Context: an optimization exercise on an open-source flow, tuned for small area, a short achievable clock period and few clock cycles per item. The choices shown serve that exercise and are no tape-out recipe. Function was checked by simulation only, so behaviour that the tests miss may differ from the original. No activity file was given, so power comes from the tool's default toggle rates.

$ cat run.sh
#!/bin/bash
# synth_recipe.tcl (not shown) runs the flow's synth.tcl, then flattens the netlist and writes it again
# the make line also repeats each setting of config.mk as NAME=value (left out here)
make -C /OpenROAD-flow-scripts/flow DESIGN_CONFIG=/design/flow/config.mk WORK_HOME=/design/flow/orfs CLKGATE_MAP_FILE= SYNTH_SCRIPT=/design/flow/synth_recipe.tcl finish
$ cat config.mk
export PLATFORM = sky130hd
export DESIGN_NAME = rts_benes_solver
export DESIGN_NICKNAME = rts_benes_solver
export VERILOG_FILES = /design/flow/design.v
export SDC_FILE = /design/flow/constraint.sdc
export NUM_CORES = 4
export LEC_CHECK = 0
export CAP_MARGIN = 20
export CORE_MARGIN = 2
export CORE_UTILIZATION = 40
export PLACE_DENSITY = 0.6
export SLEW_MARGIN = 20
$ cat constraint.sdc
create_clock -name core_clock -period 10.0 [get_ports {clk}]
set_input_delay 2.0000 -clock core_clock [delete_from_list [all_inputs] [get_ports {clk}]]
set_output_delay 2.0000 -clock core_clock [all_outputs]
set_load 0.01 [all_outputs]
$ cat design.v
module rts_benes_solver #(
    parameter LOGN = 5,
    parameter N    = 1 << LOGN
) (
    input  wire                         clk,
    input  wire                         rst,
    input  wire                         start,
    input  wire [N-1:0]                 chart_valid,
    input  wire [N*LOGN-1:0]            chart_east,
    output wire                         ready,
    output reg                          done,
    output wire [2*(2*LOGN-1)*(N/2)-1:0] states
);
    localparam STAGES = 9;
    localparam HALF   = 16;
    localparam CELLS  = 144;
    localparam STEPS  = 4;           
    localparam CYCL   = 16 / STEPS;  
    localparam [1:0] P_IDLE = 2'd0, P_FILL = 2'd1, P_WALK = 2'd2;
    reg  [1:0]   phase;
    reg  [1:0]   lvl;                
    reg  [1:0]   cyc;                
    reg  [159:0] p;                  
    reg  [31:0]  X;                  
    reg  [4:0]   pst;                
    reg  [15:0]  asg;                
    reg  [15:0]  cin;                
    reg  [CELLS-1:0] cr;             
    reg  [31:0]  vst;                
    reg  [31:0]  wrem, erem;         
    assign ready = (phase == P_IDLE);
    function integer rotl5;
        input integer x;
        input integer n;
        begin
            rotl5 = ((x << n) | (x >> (5 - n))) & 31;
        end
    endfunction
    function integer lowline;        
        input integer r;
        input integer d;
        begin
            lowline = (r % (1 << d)) + ((r >> d) << (d + 1));
        end
    endfunction
    function [31:0] lowest32;
        input [31:0] v;
        begin
            lowest32 = v & (~v + 32'd1);
        end
    endfunction
    function [4:0] enc32;
        input [31:0] v;
        integer t;
        begin
            enc32 = 5'd0;
            for (t = 0; t < 32; t = t + 1)
                if (v[t]) enc32 = enc32 | t[4:0];
        end
    endfunction
    reg [31:0] used;
    integer wi;
    always @* begin
        used = 32'd0;
        for (wi = 0; wi < 32; wi = wi + 1)
            if (chart_valid[wi]) used = used | (32'd1 << chart_east[5*wi +: 5]);
    end
    wire        idle  = (phase == P_IDLE);
    wire [31:0] srcw  = idle ? ~chart_valid : wrem;
    wire [31:0] srce  = idle ? ~used        : erem;
    wire [31:0] W1    = lowest32(srcw);
    wire [31:0] E1    = lowest32(srce);
    wire [31:0] W2    = lowest32(srcw & ~W1);
    wire [31:0] E2    = lowest32(srce & ~E1);
    wire [4:0]  e1    = enc32(E1);
    wire [4:0]  e2    = enc32(E2);
    wire [31:0] wrem_n = srcw & ~W1 & ~W2;
    wire [31:0] erem_n = srce & ~E1 & ~E2;
    reg [31:0] xs, xp, m;
    reg [4:0]  y, key, ps, pns;
    reg [15:0] a, c, so, ns;
    reg        closed;
    integer i, j;
    always @* begin
        xs = X; ps = pst; a = asg; c = cin; so = 16'd0;
        for (i = 0; i < STEPS; i = i + 1) begin
            xp = {xs[15:0], xs[31:16]};
            y  = 5'd0;
            for (j = 0; j < 32; j = j + 1)
                y = y | ({5{xp[j]}} & p[5*j +: 5]);
            key = {~y[4], y[3:0]};
            for (j = 0; j < 32; j = j + 1)
                m[j] = (p[5*j +: 5] == key);
            closed = (key == ps);
            a  = a | xs[15:0] | xs[31:16];
            c  = c | xs[31:16];
            so = so | ({16{~y[4]}} & (16'd1 << y[3:0]));
            ns = ~a & (a + 16'd1);
            pns = 5'd0;
            for (j = 0; j < 16; j = j + 1)
                pns = pns | ({5{ns[j]}} & p[5*j +: 5]);
            xs = closed ? {16'd0, ns} : m;
            ps = closed ? pns : ps;
        end
    end
    reg [159:0] np;
    reg [4:0]   pe;
    integer k;
    always @* begin
        for (k = 0; k < 32; k = k + 1) begin
            pe = c[k & 15] ? p[5*(k ^ 16) +: 5] : p[5*k +: 5];
            np[5*rotl5(k, 1) +: 5] = {pe[3:0], k[4]};
        end
    end
    reg [7:0] cin1, cout0, cout1, mid0, mid1;
    reg [1:0] P0, P1, P2, P3, yy, y2;
    reg       c1;
    integer s;
    always @* begin
        for (s = 0; s < 8; s = s + 1) begin
            P0 = np[5*(0 + s) + 3 +: 2];
            P1 = np[5*(8 + s) + 3 +: 2];
            P2 = np[5*(16 + s) + 3 +: 2];
            P3 = np[5*(24 + s) + 3 +: 2];
            yy = P2;
            c1 = (P3 == (yy ^ 2'd2));
            y2 = c1 ? P1 : P3;
            cin1[s]  = c1;
            cout0[s] = yy[0] ? ~y2[1] : ~yy[1];
            cout1[s] = yy[0] ? ~yy[1] : ~y2[1];
            mid0[s]  = P0[0];
            mid1[s]  = P2[0];
        end
    end
    wire walk  = (phase == P_WALK);
    wire last  = walk && (cyc == CYCL - 1);
    wire fin   = last && (lvl == 2'd2);
    reg [CELLS-1:0] crset;
    integer r, d, st, ll, sn;
    always @* begin
        crset = {CELLS{1'b0}};
        for (d = 2; d <= 4; d = d + 1) begin
            for (r = 0; r < 16; r = r + 1) begin
                ll = rotl5(lowline(r, d), 4 - d);
                if (walk && lvl == 4 - d) begin
                    crset[(4 - d)*HALF + r] = c[ll];
                    crset[(4 + d)*HALF + r] = so[ll];
                end
            end
        end
        for (r = 0; r < 16; r = r + 1) begin
            ll = lowline(r, 1);
            sn = ll >> 2;
            if (fin) begin
                crset[3*HALF + r] = (ll & 1) ? cin1[sn] : 1'b0;
                crset[5*HALF + r] = (ll & 1) ? cout1[sn] : cout0[sn];
                crset[4*HALF + r] = (r & 1) ? mid1[r >> 1] : mid0[r >> 1];
            end
        end
    end
    reg [31:0]      lit;
    reg [CELLS-1:0] carries;
    integer l0, l1, dim;
    reg t0, t1;
    always @* begin
        lit     = vst;
        carries = {CELLS{1'b0}};
        for (st = 0; st < STAGES; st = st + 1) begin
            dim = (st <= 4) ? (4 - st) : (st - 4);
            for (r = 0; r < HALF; r = r + 1) begin
                l0 = lowline(r, dim);
                l1 = l0 + (1 << dim);
                t0 = lit[l0];
                t1 = lit[l1];
                carries[st*HALF + r] = t0 | t1;
                if (cr[st*HALF + r]) begin
                    lit[l0] = t1;
                    lit[l1] = t0;
                end
            end
        end
    end
    genvar g;
    generate
        for (g = 0; g < CELLS; g = g + 1) begin : g_st
            assign states[2*g]     = cr[g];
            assign states[2*g + 1] = ~carries[g];
        end
    endgenerate
    reg [159:0] pload;
    integer w;
    always @* begin
        for (w = 0; w < 32; w = w + 1) begin
            if (idle && chart_valid[w])
                pload[5*w +: 5] = chart_east[5*w +: 5];
            else if (W1[w])
                pload[5*w +: 5] = e1;
            else if (W2[w] || idle)
                pload[5*w +: 5] = e2;
            else
                pload[5*w +: 5] = p[5*w +: 5];
        end
    end
    wire accept = idle && start;
    always @(posedge clk) begin
        if (idle || phase == P_FILL) begin
            p    <= pload;
            wrem <= wrem_n;
            erem <= erem_n;
            X    <= 32'd1;
            pst  <= pload[4:0];
            asg  <= 16'd0;
            cin  <= 16'd0;
        end else if (last) begin
            p    <= np;
            X    <= 32'd1;
            pst  <= np[4:0];
            asg  <= 16'd0;
            cin  <= 16'd0;
        end else begin
            X    <= xs;
            pst  <= ps;
            asg  <= a;
            cin  <= c;
        end
        if (accept) begin
            vst <= chart_valid;
            cr  <= {CELLS{1'b0}};
        end else begin
            cr  <= cr | crset;
        end
        if (rst) begin
            phase <= P_IDLE;
            done  <= 1'b0;
        end else begin
            done <= fin;
            case (phase)
            P_IDLE: if (start) begin
                phase <= (wrem_n != 0) ? P_FILL : P_WALK;
                lvl   <= 2'd0;
                cyc   <= 2'd0;
            end
            P_FILL: if (wrem_n == 0) phase <= P_WALK;
            P_WALK: begin
                cyc <= cyc + 1'b1;
                if (last) begin
                    lvl <= lvl + 1'b1;
                    if (fin) phase <= P_IDLE;
                end
            end
            default: phase <= P_IDLE;
            endcase
        end
    end
endmodule
==> run summary <==
==> power by group through the flow <==
stage	logic, mW	registers (mW)	clock network (mW)
3_5_place_dp	53.4	2.53	0
4_1_cts	53.9	2.49	2.03
2_1_floorplan	27.4	2.40	0
3_3_place_gp	53.1	2.52	0
==> timing repair <==
item	CTS
pin swaps	3
gates resized for setup	42
endpoints found under the setup margin	92
setup buffers	1
==> worst max-delay path by stage <==
stage               endpoint  slack [ns]  cells after the start       startpoint
floorplan               p[5]        1.31                     30  chart_valid[18]
global placement      pst[0]       -2.34                     39            X[26]
detailed placement    pst[0]       -1.22                     43            X[26]
CTS                     X[3]       0.003                     38            X[16]
==> metrics by stage <==
stage / total power [mW] / hold slack [ns] / area (um2)
2_1_floorplan: 29.8 / 0.502 / 56900
3_3_place_gp: 55.6 / 0.450 / 74500
3_5_place_dp: 56.0 / 0.461 / 74600
4_1_cts: 58.4 / 0.476 / 76600
==> per-layer routing <==
metal  GRT overflow  track usage [%]
met1            165             88.0
met2           2617              103
met3            142             78.8
met4           1266             88.9
met5             31             56.8
==> cells by family after synthesis <==
group                      share of synthesized area, %
AOI/OAI and AO/OA                                  26.9
and+or+nand+nor                                    29.7
DFF                                                20.8
adders and majority gates                         0.176
buffers and inverters                              6.72
xor gates and xnor gates                           6.53
other                                           0.00660
muxes                                              9.15
==> run summary <==
port bufs=476; # rows=138; TritonCTS Sinks=464; First Err=[ERROR GRT-0116] Global routing finished with congestion. Check the congestion regions in the DRC Viewer.; Synth Register Bits=464; Syn Area/Cell=7.31 um2; top cell type's share of synthesized area=13.5%; pre-CTS setup slack=-1.22 ns; Die H=381 um; IO Count=485; most frequent cells after synthesis=nor2_1, a21oi_1, clkbuf_1; initial core utilization=40.3%; synth top area cells=edfxtp_1, dfxtp_1, nor2_1; largest net degree at the start of global routing=143; # H-tree levels=2; failing step=global routing; Mapped Area=0.0569 mm2; die width=381 um; Distinct cells, synth=127; warnings from Yosys=1; first-pass GRT wire length=941000 um; cell taking the most area after synthesis=edfxtp_1; clock buffer depth=3; RePlAce Congestion=1.44; GRT overflow=4221; Async SR Flop Fraction=0%; hold buffer count at cts=0; Top FF cell, synth=edfxtp_1; cell count after placement=11100; clk root buf=clkbuf_16; number of flops mapped to enable cells by yosys=256; most frequent cell after synthesis=nor2_1; Cells after Synth=7778; status=aborted with a tool error; number of CTS-inserted buffers=52; sequential-to-total area share from yosys stat=20.8%; vias in the first global route=97500; Global Route Usage Sum=89.5%; dpl hpwl=436000 um
Testbench counts, summed over its fixed seeds: cycles 5,337, solves 384.
